Background: an optimization exercise with open tools, aiming at small area, a short achievable clock period and few clock cycles per item. Do not read the settings as production practice. In this exercise RTL edits were held to simulation tests only and were not proved equivalent to the original.

==> inputs of run a <==
## ink_lane
module ink_lane (
    input  wire        clk,
    input  wire        rst,           
    input  wire        in_valid,
    output wire        in_ready,
    input  wire [31:0] in_src,
    input  wire        in_sfmt,       
    input  wire [31:0] in_gain,       
    input  wire        in_off,        
    input  wire        in_poison,
    input  wire        in_last,       
    output reg         out_valid,
    output reg  [31:0] out_data,
    output reg         out_poison,
    output reg         out_sat,
    output reg         out_nonfinite
);
    assign in_ready = 1'b1;
    reg        v0;
    reg [31:0] src0, gain0;
    reg        sfmt0, off0, poison0, last0;
    always @(posedge clk) begin
        v0      <= in_valid & ~rst;
        src0    <= in_src;
        gain0   <= in_gain;
        sfmt0   <= in_sfmt;
        off0    <= in_off;
        poison0 <= in_poison;
        last0   <= in_last;
    end
    wire [31:0]       s_val;
    wire              s_neg, s_zero, s_sign, s_nonfinite;
    wire signed [9:0] s_base54;
    wire [54:0]       prod;
    ink_src_conv u_conv (
        .src(src0), .sfmt(sfmt0), .gain(gain0),
        .s_val(s_val), .neg(s_neg), .zero(s_zero), .sign(s_sign),
        .base54(s_base54), .nonfinite(s_nonfinite)
    );
    ink_mul u_mul (.s_val(s_val), .neg(s_neg), .g({1'b1, gain0[22:0]}), .p(prod));
    reg        v1;
    reg [42:0] p1;
    reg        st1;
    reg [9:0]  base1;
    reg        zero1, sign1, nonf1, off1, poison1, last1;
    always @(posedge clk) begin
        v1      <= v0 & ~rst;
        p1      <= prod[54:12];
        st1     <= |prod[11:0];
        base1   <= s_base54;
        zero1   <= s_zero;
        sign1   <= s_sign;
        nonf1   <= s_nonfinite;
        off1    <= off0;
        poison1 <= poison0;
        last1   <= last0;
    end
    wire        m_zero, m_sat;
    wire [7:0]  m_exp;
    wire [39:0] m_frac;
    ink_mul_round u_mr (
        .p_hi(p1), .st_lo(st1), .zero(zero1), .base54(base1),
        .p_zero(m_zero), .p_exp(m_exp), .p_frac(m_frac), .p_sat(m_sat)
    );
    reg        v2;
    reg        pz2, ps2, psat2, nonf2, off2, poison2, last2;
  ...
==> flow/config.mk <==
export PLATFORM = sky130hd
export DESIGN_NAME = ink_lane
export DESIGN_NICKNAME = ink_lane
export VERILOG_FILES = /design/flow/design.v
export SDC_FILE = /design/flow/constraint.sdc
export NUM_CORES = 4
export LEC_CHECK = 0
export ABC_AREA = 1
export CAP_MARGIN = 20
export CORE_MARGIN = 2
export CORE_UTILIZATION = 40
export SLEW_MARGIN = 20
==> flow/constraint.sdc <==
create_clock -name core_clock -period 50.0 [get_ports {clk}]
set_input_delay 10.0000 -clock core_clock [delete_from_list [all_inputs] [get_ports {clk}]]
set_output_delay 10.0000 -clock core_clock [all_outputs]
set_load 0.01 [all_outputs]
run.sh (not shown) runs the stock make flow with config.mk's settings and CLKGATE_MAP_FILE= SYNTH_SCRIPT=/design/flow/synth_recipe.tcl, a recipe that flattens the netlist after the stock synthesis.
==> run b: changes against run a <==
==> flow/flow/run.sh (new file) <==
#!/bin/bash
set -euo pipefail
bash standard.sh SETUP_SLACK_MARGIN=38.8 finish > standard_flow.log 2>&1
==> flow/standard.sh (new file) <==
#!/bin/bash
# synth_recipe.tcl (not shown) runs the flow's synth.tcl, then flattens the netlist and writes it again
# the make line also repeats each setting of config.mk as NAME=value (left out here)
make -C /OpenROAD-flow-scripts/flow DESIGN_CONFIG=/design/flow/config.mk WORK_HOME=/design/flow/orfs CLKGATE_MAP_FILE= SYNTH_SCRIPT=/design/flow/synth_recipe.tcl "${@:-finish}"
removed: flow/run.sh
==> run c: changes against run a <==
--- a/flow/design.v
+++ b/flow/design.v
@@ -907,15 +907,15 @@
     wire t790 = (t684 & t685) | (t684 & t15) | (t685 & t15);
     wire t791 = t686 ^ t687 ^ e15[22];
     wire t792 = (t686 & t687) | (t686 & e15[22]) | (t687 & e15[22]);
     wire t793 = t688 ^ t16;
     wire t794 = t688 & t16;
     wire [54:0] ra = {t792, t790, t788, t786, t784, t782, t780, t778, t776, t774, t772, t770, t768, t766, t764, t762, t760, t758, t756, t754, t752, t750, t748, t746, t744, t742, t740, t738, t736, t734, t732, t730, t728, t726, t724, t722, t720, t718, t716, t714, t712, t710, t708, t706, t704, t702, t700, t698, t696, t694, t692, t690, t689, e0[1], e0[0]};
     wire [54:0] rb = {t793, t791, t789, t787, t785, t783, t781, t779, t777, t775, t773, t771, t769, t767, t765, t763, t761, t759, t757, t755, t753, t751, t749, t747, t745, t743, t741, t739, t737, t735, t733, t731, t729, t727, t725, t723, t721, t719, t717, t715, t713, t711, t709, t707, t705, t703, t701, t699, t697, t695, t693, t691, sg[1], 1'b0, sg[0]};
-    assign p = ra + rb;
+    ink_add #(.W(55)) u_cpa (.a(ra), .b(rb), .ci(1'b0), .s(p), .co());
 endmodule
 module booth_row (
     input  wire        x2, x1, x0, neg,
     input  wire [23:0] g,
     output wire [24:0] e,
     output wire        s
 );
@@ -932,23 +932,25 @@
     output reg               p_zero,
     output reg  [7:0]        p_exp,     
     output reg  [39:0]       p_frac,
     output reg               p_sat
 );
     reg  [40:0]       m;
     reg               rbit, sticky;
-    reg  [41:0]       rnd;
+    wire [41:0]       rnd;
+    reg               inc;
+    ink_inc #(.W(41)) u_rnd (.a(m), .ci(inc), .s(rnd[40:0]), .co(rnd[41]));
     reg signed [9:0]  e;
     always @* begin
         if (p_hi[42]) begin
             m = p_hi[42:2]; rbit = p_hi[1]; sticky = p_hi[0] | st_lo;
         end else begin
             m = p_hi[41:1]; rbit = p_hi[0]; sticky = st_lo;
         end
-        rnd    = {1'b0, m} + {41'd0, rbit & (sticky | m[0])};
+        inc    = rbit & (sticky | m[0]);
         e      = base54 - {9'd0, ~p_hi[42]} + {9'd0, rnd[41]};
         p_zero = zero;
         p_sat  = 1'b0;
         p_exp  = e[7:0];
         p_frac = rnd[39:0];
         if (!zero) begin
             if (e < 10'sd1) begin
@@ -972,50 +974,75 @@
     input  wire [39:0] b_frac,
     output reg         r_zero,
     output reg         r_sign,
     output reg  [7:0]  r_exp,
     output reg  [39:0] r_frac,
     output reg         r_sat
 );
-    wire        a_gt = {a_exp, a_frac} >= {b_exp, b_frac};
+    wire        a_gt;
+    ink_add #(.W(48)) u_cmp (.a({a_exp, a_frac}), .b(~{b_exp, b_frac}), .ci(1'b1), .s(), .co(a_gt));
     wire [7:0]  dab  = a_exp - b_exp;
     wire [7:0]  dba  = b_exp - a_exp;
     wire [7:0]  d    = a_gt ? dab : dba;
     wire        sub  = a_sign ^ b_sign;
     wire        g_sign = a_gt ? a_sign : b_sign;
     wire [7:0]  g_e    = a_gt ? a_exp  : b_exp;
     wire [40:0] g_m    = {1'b1, a_gt ? a_frac : b_frac};
     wire [40:0] l_m    = {1'b1, a_gt ? b_frac : a_frac};
     wire        d_far  = |d[7:6] | (d[5:0] > 6'd43);
     wire [43:0] ys     = d_far ? 44'd0 : ({l_m, 3'b000} >> d[5:0]);
     wire [43:0] mask   = d_far ? {44{1'b1}} : ~({44{1'b1}} << d[5:0]);
     wire        lost   = |({l_m, 3'b000} & mask);
     wire [43:0] y      = {ys[43:1], ys[0] | lost};
-    wire [44:0] s      = {1'b0, g_m, 3'b000} + ({1'b0, y} ^ {45{sub}}) + {44'd0, sub};
+    wire [44:0] s;
+    ink_add #(.W(45)) u_add (.a({1'b0, g_m, 3'b000}), .b({1'b0, y} ^ {45{sub}}), .ci(sub), .s(s), .co());
+    wire [7:0]  g_p1 = g_e + 8'd1;
+    wire [7:0]  g_p2 = g_e + 8'd2;
+    wire [7:0]  g_m1 = g_e - 8'd1;
+    wire        g_254 = (g_e == 8'd254);
+    wire        g_253 = (g_e == 8'd253);
+    wire        g_1   = (g_e == 8'd1);
     reg  [40:0] f_m;
-    reg         f_g, f_st;
-    reg  [41:0] f_r;
-    reg  [9:0]  f_ef;
+    reg         f_g, f_st, f_all1;
+    reg  [39:0] f_frac;
+    reg  [7:0]  f_exp;
+    reg         f_sat, f_zero, f_inc, f_ovf;
     always @* begin
         if (s[44]) begin
-            f_m = s[44:4]; f_g = s[3]; f_st = |s[2:0];
+            f_m = s[44:4]; f_g = s[3]; f_st = |s[2:0]; f_all1 = &s[44:4];
         end else if (s[43]) begin
-            f_m = s[43:3]; f_g = s[2]; f_st = |s[1:0];
+            f_m = s[43:3]; f_g = s[2]; f_st = |s[1:0]; f_all1 = &s[43:3];
         end else begin
-            f_m = s[42:2]; f_g = s[1]; f_st = s[0];
+            f_m = s[42:2]; f_g = s[1]; f_st = s[0];    f_all1 = &s[42:2];
+        end
+        f_inc  = f_g & (f_st | f_m[0]);
+        f_ovf  = f_inc & f_all1;
+        f_frac = f_m[39:0] + {39'd0, f_inc};
+        if (s[44]) begin
+            f_exp  = f_ovf ? g_p2 : g_p1;
+            f_sat  = g_254 | (f_ovf & g_253);
+            f_zero = 1'b0;
+        end else if (s[43]) begin
+            f_exp  = f_ovf ? g_p1 : g_e;
+            f_sat  = f_ovf & g_254;
+            f_zero = 1'b0;
+        end else begin
+            f_exp  = f_ovf ? g_e : g_m1;
+            f_sat  = 1'b0;
+            f_zero = ~f_ovf & g_1;
         end
-        f_r  = {1'b0, f_m} + {41'd0, f_g & (f_st | f_m[0])};
-        f_ef = {2'b00, g_e} + {9'd0, s[44]} - {9'd0, ~s[44] & ~s[43]} + {9'd0, f_r[41]};
     end
     wire [39:0] t = s[41:2];
     wire [5:0]  n_lz;
     wire        n_all0;
     ink_lzc #(.W(40), .N(6)) u_lz (.x(t), .n(n_lz), .all0(n_all0));
     wire [39:0] n_norm = t << n_lz;
-    wire [8:0]  n_ef   = {1'b0, g_e} - {3'd0, n_lz} - 9'd2;
+    wire [7:0]  g_m2   = g_e - 8'd2;
+    wire [7:0]  n_exp  = g_m2 - {2'd0, n_lz};
+    wire        n_flush = (g_e < 8'd3) || ({2'd0, n_lz} >= g_m2);
     wire use_near = sub & (d[7:1] == 7'd0) & ~s[43] & ~s[42];
     always @* begin
         r_sat  = 1'b0;
         r_zero = 1'b0;
         r_sign = a_sign;
         r_exp  = a_exp;
         r_frac = a_frac;
@@ -1025,29 +1052,29 @@
         end else if (a_zero) begin
             r_sign = b_sign;
             r_exp  = b_exp;
             r_frac = b_frac;
         end else if (b_zero) begin
         end else if (use_near) begin
             r_sign = g_sign;
-            r_exp  = n_ef[7:0];
+            r_exp  = n_exp;
             r_frac = {n_norm[38:0], 1'b0};
             if (n_all0) begin
                 r_zero = 1'b1;
                 r_sign = 1'b0;
-            end else if (n_ef[8] || n_ef == 9'd0) begin
+            end else if (n_flush) begin
                 r_zero = 1'b1;
             end
         end else begin
             r_sign = g_sign;
-            r_exp  = f_ef[7:0];
-            r_frac = f_r[39:0];
-            if (f_ef == 10'd0) begin
+            r_exp  = f_exp;
+            r_frac = f_frac;
+            if (f_zero) begin
                 r_zero = 1'b1;
-            end else if (f_ef > 10'd254) begin
+            end else if (f_sat) begin
                 r_sat  = 1'b1;
                 r_exp  = 8'd254;
                 r_frac = {40{1'b1}};
             end
         end
     end
 endmodule
@@ -1055,29 +1082,89 @@
     input  wire        a_zero,
     input  wire        a_sign,
     input  wire [7:0]  a_exp,
     input  wire [39:0] a_frac,
     output reg  [31:0] word,
     output reg         sat
 );
-    reg [23:0] rnd;
+    wire        inc = a_frac[16] & ((|a_frac[15:0]) | a_frac[17]);
+    wire [22:0] frac;
+    wire        ovf;
+    ink_inc #(.W(23), .RIPPLE(1)) u_inc (.a(a_frac[39:17]), .ci(inc), .s(frac), .co(ovf));
+    wire [7:0]  e1;
+    ink_inc #(.W(8), .RIPPLE(1)) u_e (.a(a_exp), .ci(1'b1), .s(e1), .co());
     always @* begin
-        rnd  = {1'b0, a_frac[39:17]} +
-               {23'd0, a_frac[16] & ((|a_frac[15:0]) | a_frac[17])};
         sat  = 1'b0;
-        word = {a_sign, a_exp, rnd[22:0]};
-        if (rnd[23]) word[30:0] = {a_exp + 8'd1, 23'd0};
+        word = {a_sign, ovf ? e1 : a_exp, frac};
         if (a_zero) begin
             word = {a_sign, 31'd0};
-        end else if (rnd[23] && a_exp == 8'd254) begin
+        end else if (ovf && a_exp == 8'd254) begin
             word = {a_sign, 31'h7F7F_FFFF};
             sat  = 1'b1;
         end
     end
 endmodule
+module ink_add #(parameter W = 8) (
+    input  wire [W-1:0] a,
+    input  wire [W-1:0] b,
+    input  wire         ci,
+    output wire [W-1:0] s,
+    output wire         co
+);
+    reg [W-1:0] g, p, G, P;
+    reg [W:0]   c;
+    integer     l, i, j;
+    always @* begin
+        g = a & b;
+        p = a ^ b;
+        G = g;
+        P = p;
+        for (l = 0; (1 << l) < W; l = l + 1)
+            for (i = 0; i < W; i = i + 1)
+                if ((i >> l) & 1) begin
+                    j = ((i >> l) << l) - 1;
+                    G[i] = G[i] | (P[i] & G[j]);
+                    P[i] = P[i] & P[j];
+                end
+        c[0] = ci;
+        for (i = 0; i < W; i = i + 1)
+            c[i+1] = G[i] | (P[i] & ci);
+    end
+    assign s  = p ^ c[W-1:0];
+    assign co = c[W];
+endmodule
+module ink_inc #(parameter W = 8, parameter RIPPLE = 0) (
+    input  wire [W-1:0] a,
+    input  wire         ci,
+    output wire [W-1:0] s,
+    output wire         co
+);
+    reg [W-1:0] P;
+    reg [W:0]   c;
+    integer     l, i, j;
+    always @* begin
+        P = a;
+        if (RIPPLE) begin
+            for (i = 1; i < W; i = i + 1)
+                P[i] = P[i] & P[i-1];
+        end else begin
+            for (l = 0; (1 << l) < W; l = l + 1)
+                for (i = 0; i < W; i = i + 1)
+                    if ((i >> l) & 1) begin
+                        j = ((i >> l) << l) - 1;
+                        P[i] = P[i] & P[j];
+                    end
+        end
+        c[0] = ci;
+        for (i = 0; i < W; i = i + 1)
+            c[i+1] = P[i] & ci;
+    end
+    assign s  = a ^ c[W-1:0];
+    assign co = c[W];
+endmodule
 module ink_lane (
     input  wire        clk,
     input  wire        rst,           
     input  wire        in_valid,
     output wire        in_ready,
     input  wire [31:0] in_src,
     input  wire        in_sfmt,       
==> flow/flow/run.sh (new file) <==
#!/bin/bash
set -euo pipefail
bash standard.sh SETUP_SLACK_MARGIN=38.8 finish > standard_flow.log 2>&1
==> flow/standard.sh (new file) <==
#!/bin/bash
# synth_recipe.tcl (not shown) runs the flow's synth.tcl, then flattens the netlist and writes it again
# the make line also repeats each setting of config.mk as NAME=value (left out here)
make -C /OpenROAD-flow-scripts/flow DESIGN_CONFIG=/design/flow/config.mk WORK_HOME=/design/flow/orfs CLKGATE_MAP_FILE= SYNTH_SCRIPT=/design/flow/synth_recipe.tcl "${@:-finish}"
==> flow/config.mk (replaced) <==
export PLATFORM = sky130hd
export DESIGN_NAME = ink_lane
export DESIGN_NICKNAME = ink_lane
export VERILOG_FILES = /design/flow/design.v
export SDC_FILE = /design/flow/constraint.sdc
export NUM_CORES = 4
export LEC_CHECK = 0
export ABC_AREA = 1
export CAP_MARGIN = 20
export CORE_MARGIN = 2
export CORE_UTILIZATION = 55
export SLEW_MARGIN = 20
removed: flow/run.sh
==> run d: changes against run a <==
--- a/flow/design.v
+++ b/flow/design.v
@@ -907,15 +907,15 @@
     wire t790 = (t684 & t685) | (t684 & t15) | (t685 & t15);
     wire t791 = t686 ^ t687 ^ e15[22];
     wire t792 = (t686 & t687) | (t686 & e15[22]) | (t687 & e15[22]);
     wire t793 = t688 ^ t16;
     wire t794 = t688 & t16;
     wire [54:0] ra = {t792, t790, t788, t786, t784, t782, t780, t778, t776, t774, t772, t770, t768, t766, t764, t762, t760, t758, t756, t754, t752, t750, t748, t746, t744, t742, t740, t738, t736, t734, t732, t730, t728, t726, t724, t722, t720, t718, t716, t714, t712, t710, t708, t706, t704, t702, t700, t698, t696, t694, t692, t690, t689, e0[1], e0[0]};
     wire [54:0] rb = {t793, t791, t789, t787, t785, t783, t781, t779, t777, t775, t773, t771, t769, t767, t765, t763, t761, t759, t757, t755, t753, t751, t749, t747, t745, t743, t741, t739, t737, t735, t733, t731, t729, t727, t725, t723, t721, t719, t717, t715, t713, t711, t709, t707, t705, t703, t701, t699, t697, t695, t693, t691, sg[1], 1'b0, sg[0]};
-    assign p = ra + rb;
+    ink_add #(.W(55)) u_cpa (.a(ra), .b(rb), .ci(1'b0), .s(p), .co());
 endmodule
 module booth_row (
     input  wire        x2, x1, x0, neg,
     input  wire [23:0] g,
     output wire [24:0] e,
     output wire        s
 );
@@ -932,23 +932,25 @@
     output reg               p_zero,
     output reg  [7:0]        p_exp,     
     output reg  [39:0]       p_frac,
     output reg               p_sat
 );
     reg  [40:0]       m;
     reg               rbit, sticky;
-    reg  [41:0]       rnd;
+    wire [41:0]       rnd;
+    reg               inc;
+    ink_inc #(.W(41)) u_rnd (.a(m), .ci(inc), .s(rnd[40:0]), .co(rnd[41]));
     reg signed [9:0]  e;
     always @* begin
         if (p_hi[42]) begin
             m = p_hi[42:2]; rbit = p_hi[1]; sticky = p_hi[0] | st_lo;
         end else begin
             m = p_hi[41:1]; rbit = p_hi[0]; sticky = st_lo;
         end
-        rnd    = {1'b0, m} + {41'd0, rbit & (sticky | m[0])};
+        inc    = rbit & (sticky | m[0]);
         e      = base54 - {9'd0, ~p_hi[42]} + {9'd0, rnd[41]};
         p_zero = zero;
         p_sat  = 1'b0;
         p_exp  = e[7:0];
         p_frac = rnd[39:0];
         if (!zero) begin
             if (e < 10'sd1) begin
@@ -972,42 +974,45 @@
     input  wire [39:0] b_frac,
     output reg         r_zero,
     output reg         r_sign,
     output reg  [7:0]  r_exp,
     output reg  [39:0] r_frac,
     output reg         r_sat
 );
-    wire        a_gt = {a_exp, a_frac} >= {b_exp, b_frac};
+    wire        a_gt;
+    ink_add #(.W(48)) u_cmp (.a({a_exp, a_frac}), .b(~{b_exp, b_frac}), .ci(1'b1), .s(), .co(a_gt));
     wire [7:0]  dab  = a_exp - b_exp;
     wire [7:0]  dba  = b_exp - a_exp;
     wire [7:0]  d    = a_gt ? dab : dba;
     wire        sub  = a_sign ^ b_sign;
     wire        g_sign = a_gt ? a_sign : b_sign;
     wire [7:0]  g_e    = a_gt ? a_exp  : b_exp;
     wire [40:0] g_m    = {1'b1, a_gt ? a_frac : b_frac};
     wire [40:0] l_m    = {1'b1, a_gt ? b_frac : a_frac};
     wire        d_far  = |d[7:6] | (d[5:0] > 6'd43);
     wire [43:0] ys     = d_far ? 44'd0 : ({l_m, 3'b000} >> d[5:0]);
     wire [43:0] mask   = d_far ? {44{1'b1}} : ~({44{1'b1}} << d[5:0]);
     wire        lost   = |({l_m, 3'b000} & mask);
     wire [43:0] y      = {ys[43:1], ys[0] | lost};
-    wire [44:0] s      = {1'b0, g_m, 3'b000} + ({1'b0, y} ^ {45{sub}}) + {44'd0, sub};
+    wire [44:0] s;
+    ink_add #(.W(45)) u_add (.a({1'b0, g_m, 3'b000}), .b({1'b0, y} ^ {45{sub}}), .ci(sub), .s(s), .co());
     reg  [40:0] f_m;
     reg         f_g, f_st;
-    reg  [41:0] f_r;
+    wire [41:0] f_r;
+    wire        f_inc = f_g & (f_st | f_m[0]);
+    ink_inc #(.W(41)) u_rnd (.a(f_m), .ci(f_inc), .s(f_r[40:0]), .co(f_r[41]));
     reg  [9:0]  f_ef;
     always @* begin
         if (s[44]) begin
             f_m = s[44:4]; f_g = s[3]; f_st = |s[2:0];
         end else if (s[43]) begin
             f_m = s[43:3]; f_g = s[2]; f_st = |s[1:0];
         end else begin
             f_m = s[42:2]; f_g = s[1]; f_st = s[0];
         end
-        f_r  = {1'b0, f_m} + {41'd0, f_g & (f_st | f_m[0])};
         f_ef = {2'b00, g_e} + {9'd0, s[44]} - {9'd0, ~s[44] & ~s[43]} + {9'd0, f_r[41]};
     end
     wire [39:0] t = s[41:2];
     wire [5:0]  n_lz;
     wire        n_all0;
     ink_lzc #(.W(40), .N(6)) u_lz (.x(t), .n(n_lz), .all0(n_all0));
     wire [39:0] n_norm = t << n_lz;
@@ -1055,29 +1060,89 @@
     input  wire        a_zero,
     input  wire        a_sign,
     input  wire [7:0]  a_exp,
     input  wire [39:0] a_frac,
     output reg  [31:0] word,
     output reg         sat
 );
-    reg [23:0] rnd;
+    wire        inc = a_frac[16] & ((|a_frac[15:0]) | a_frac[17]);
+    wire [22:0] frac;
+    wire        ovf;
+    ink_inc #(.W(23), .RIPPLE(1)) u_inc (.a(a_frac[39:17]), .ci(inc), .s(frac), .co(ovf));
+    wire [7:0]  e1;
+    ink_inc #(.W(8), .RIPPLE(1)) u_e (.a(a_exp), .ci(1'b1), .s(e1), .co());
     always @* begin
-        rnd  = {1'b0, a_frac[39:17]} +
-               {23'd0, a_frac[16] & ((|a_frac[15:0]) | a_frac[17])};
         sat  = 1'b0;
-        word = {a_sign, a_exp, rnd[22:0]};
-        if (rnd[23]) word[30:0] = {a_exp + 8'd1, 23'd0};
+        word = {a_sign, ovf ? e1 : a_exp, frac};
         if (a_zero) begin
             word = {a_sign, 31'd0};
-        end else if (rnd[23] && a_exp == 8'd254) begin
+        end else if (ovf && a_exp == 8'd254) begin
             word = {a_sign, 31'h7F7F_FFFF};
             sat  = 1'b1;
         end
     end
 endmodule
+module ink_add #(parameter W = 8) (
+    input  wire [W-1:0] a,
+    input  wire [W-1:0] b,
+    input  wire         ci,
+    output wire [W-1:0] s,
+    output wire         co
+);
+    reg [W-1:0] g, p, G, P;
+    reg [W:0]   c;
+    integer     l, i, j;
+    always @* begin
+        g = a & b;
+        p = a ^ b;
+        G = g;
+        P = p;
+        for (l = 0; (1 << l) < W; l = l + 1)
+            for (i = 0; i < W; i = i + 1)
+                if ((i >> l) & 1) begin
+                    j = ((i >> l) << l) - 1;
+                    G[i] = G[i] | (P[i] & G[j]);
+                    P[i] = P[i] & P[j];
+                end
+        c[0] = ci;
+        for (i = 0; i < W; i = i + 1)
+            c[i+1] = G[i] | (P[i] & ci);
+    end
+    assign s  = p ^ c[W-1:0];
+    assign co = c[W];
+endmodule
+module ink_inc #(parameter W = 8, parameter RIPPLE = 0) (
+    input  wire [W-1:0] a,
+    input  wire         ci,
+    output wire [W-1:0] s,
+    output wire         co
+);
+    reg [W-1:0] P;
+    reg [W:0]   c;
+    integer     l, i, j;
+    always @* begin
+        P = a;
+        if (RIPPLE) begin
+            for (i = 1; i < W; i = i + 1)
+                P[i] = P[i] & P[i-1];
+        end else begin
+            for (l = 0; (1 << l) < W; l = l + 1)
+                for (i = 0; i < W; i = i + 1)
+                    if ((i >> l) & 1) begin
+                        j = ((i >> l) << l) - 1;
+                        P[i] = P[i] & P[j];
+                    end
+        end
+        c[0] = ci;
+        for (i = 0; i < W; i = i + 1)
+            c[i+1] = P[i] & ci;
+    end
+    assign s  = a ^ c[W-1:0];
+    assign co = c[W];
+endmodule
 module ink_lane (
     input  wire        clk,
     input  wire        rst,           
     input  wire        in_valid,
     output wire        in_ready,
     input  wire [31:0] in_src,
     input  wire        in_sfmt,       
==> flow/flow/run.sh (new file) <==
#!/bin/bash
set -euo pipefail
W=$(pwd)
cat > "$W/synth_map.tcl" <<EOS
proc abc {args} {
  set i [lsearch \$args -script]
  if {\$i >= 0} { lset args [expr {\$i + 1}] $W/flow/abc_map.script }
  yosys abc {*}\$args
}
source $W/synth_recipe.tcl
EOS
bash standard.sh SYNTH_SCRIPT="$W/synth_map.tcl" synth > synth.log 2>&1
bash standard.sh SYNTH_SCRIPT="$W/synth_map.tcl" SETUP_SLACK_MARGIN=38.8 finish > layout.log 2>&1
==> flow/flow/abc_map.script (new file) <==
strash
dch
map -a
topo
stime -c
buffer -c
upsize -c
dnsize -c
==> flow/standard.sh (new file) <==
#!/bin/bash
# synth_recipe.tcl (not shown) runs the flow's synth.tcl, then flattens the netlist and writes it again
# the make line also repeats each setting of config.mk as NAME=value (left out here)
make -C /OpenROAD-flow-scripts/flow DESIGN_CONFIG=/design/flow/config.mk WORK_HOME=/design/flow/orfs CLKGATE_MAP_FILE= SYNTH_SCRIPT=/design/flow/synth_recipe.tcl "${@:-finish}"
removed: flow/run.sh
==> results.json <==
{
  "startpoint": "out_data[19]",
  "ctsResizeCount": 75,
  "gp_congestion": 1.09,
  "status": "timing/DRC/antenna clean",
  "stdcell_area_um2": 49000,
  "synth_most_common_cell": "nand2_1",
  "cp-endpoint": "out_data[19]",
  "min_from": "poison1",
  "cp.arrival_ns": 1.16,
  "yosys_warnings": 12,
  "wl_met1_um": 65400,
  "drt-total-wl_um": 186000,
  "r2r_cells": 61,
  "fin_crit_sh": 0.223
}
The numbers above come from run c.

==> results.json <==
{
  "cp-endpoint": "out_data[13]",
  "r2r_cells": 73,
  "drt-total-wl_um": 214000,
  "wl_met1_um": 80400,
  "yosys_warnings": 6,
  "status": "timing/DRC/antenna clean",
  "ctsResizeCount": 289,
  "startpoint": "out_data[13]",
  "n_all_inverters": 1076,
  "io_buffers": 106,
  "min_from": "last1",
  "cp.arrival_ns": 1.19,
  "fin_crit_sh": 0.224
}
The numbers above come from run b.

==> results.json <==
{
  "startpoint": "ae[0]",
  "synth_most_common_cell": "nand2_1",
  "drt-total-wl_um": 204000,
  "cp.arrival_ns": 16.29,
  "status": "timing/DRC/antenna clean",
  "stdcell_area_um2": 50800,
  "yosys_warnings": 6,
  "r2r_cells": 68
}
The numbers above come from run a.

==> results.json <==
{
  "synth_most_common_cell": "inv_1",
  "gp_congestion": 1.03,
  "yosys_warnings": 12,
  "status": "timing/DRC/antenna clean",
  "drt-total-wl_um": 176000,
  "min_from": "last1",
  "cp.arrival_ns": 13.43,
  "cp-endpoint": "ae[7]",
  "fin_crit_sh": 0.263
}
The numbers above come from run d.

Testbench counts of run a, summed over its fixed seeds: cycles 64,048, items 64,000.
Testbench counts of run b, summed over its fixed seeds: cycles 64,048, items 64,000.
Testbench counts of run c, summed over its fixed seeds: cycles 64,048, items 64,000.
Testbench counts of run d, summed over its fixed seeds: cycles 64,048, items 64,000.

==> re-timing with driven ports <==
In the flow no input, the clock included, has a driving cell. The finished layouts below were timed again as built, in two steps. Step 1 assumes that a clkbuf_16 drives the clock port and a buf_2 every other input. Step 2 adds t to the input delays and takes it off the output delays; t is the mean of the earliest and latest rising clock arrival at the registers after step 1. Input paths then give back, and output paths get back, about the clock's delay inside the block. Slacks: ideal ports / drivers / drivers and shift; pairs: ideal ports / drivers.
run | t, ns | setup WS [ns] | hold slack, ns | worst setup path at the end | worst register clock-pin slew, ns
run a | 0.660 | 34.051 / 34.051 / 34.051 | 0.324 / 0.324 / 0.324 | register to register | 0.07 / 0.07
run b | 0.659 | 38.814 / 38.740 / 38.930 | 0.324 / 0.324 / 0.324 | register to register | 0.07 / 0.07
run c | 0.635 | 38.843 / 38.776 / 39.103 | 0.327 / 0.327 / 0.327 | input to register | 0.09 / 0.09
run d | 0.661 | 36.866 / 36.866 / 36.866 | 0.327 / 0.327 / 0.327 | register to register | 0.07 / 0.07
After both steps setup and hold are still met in every run listed.
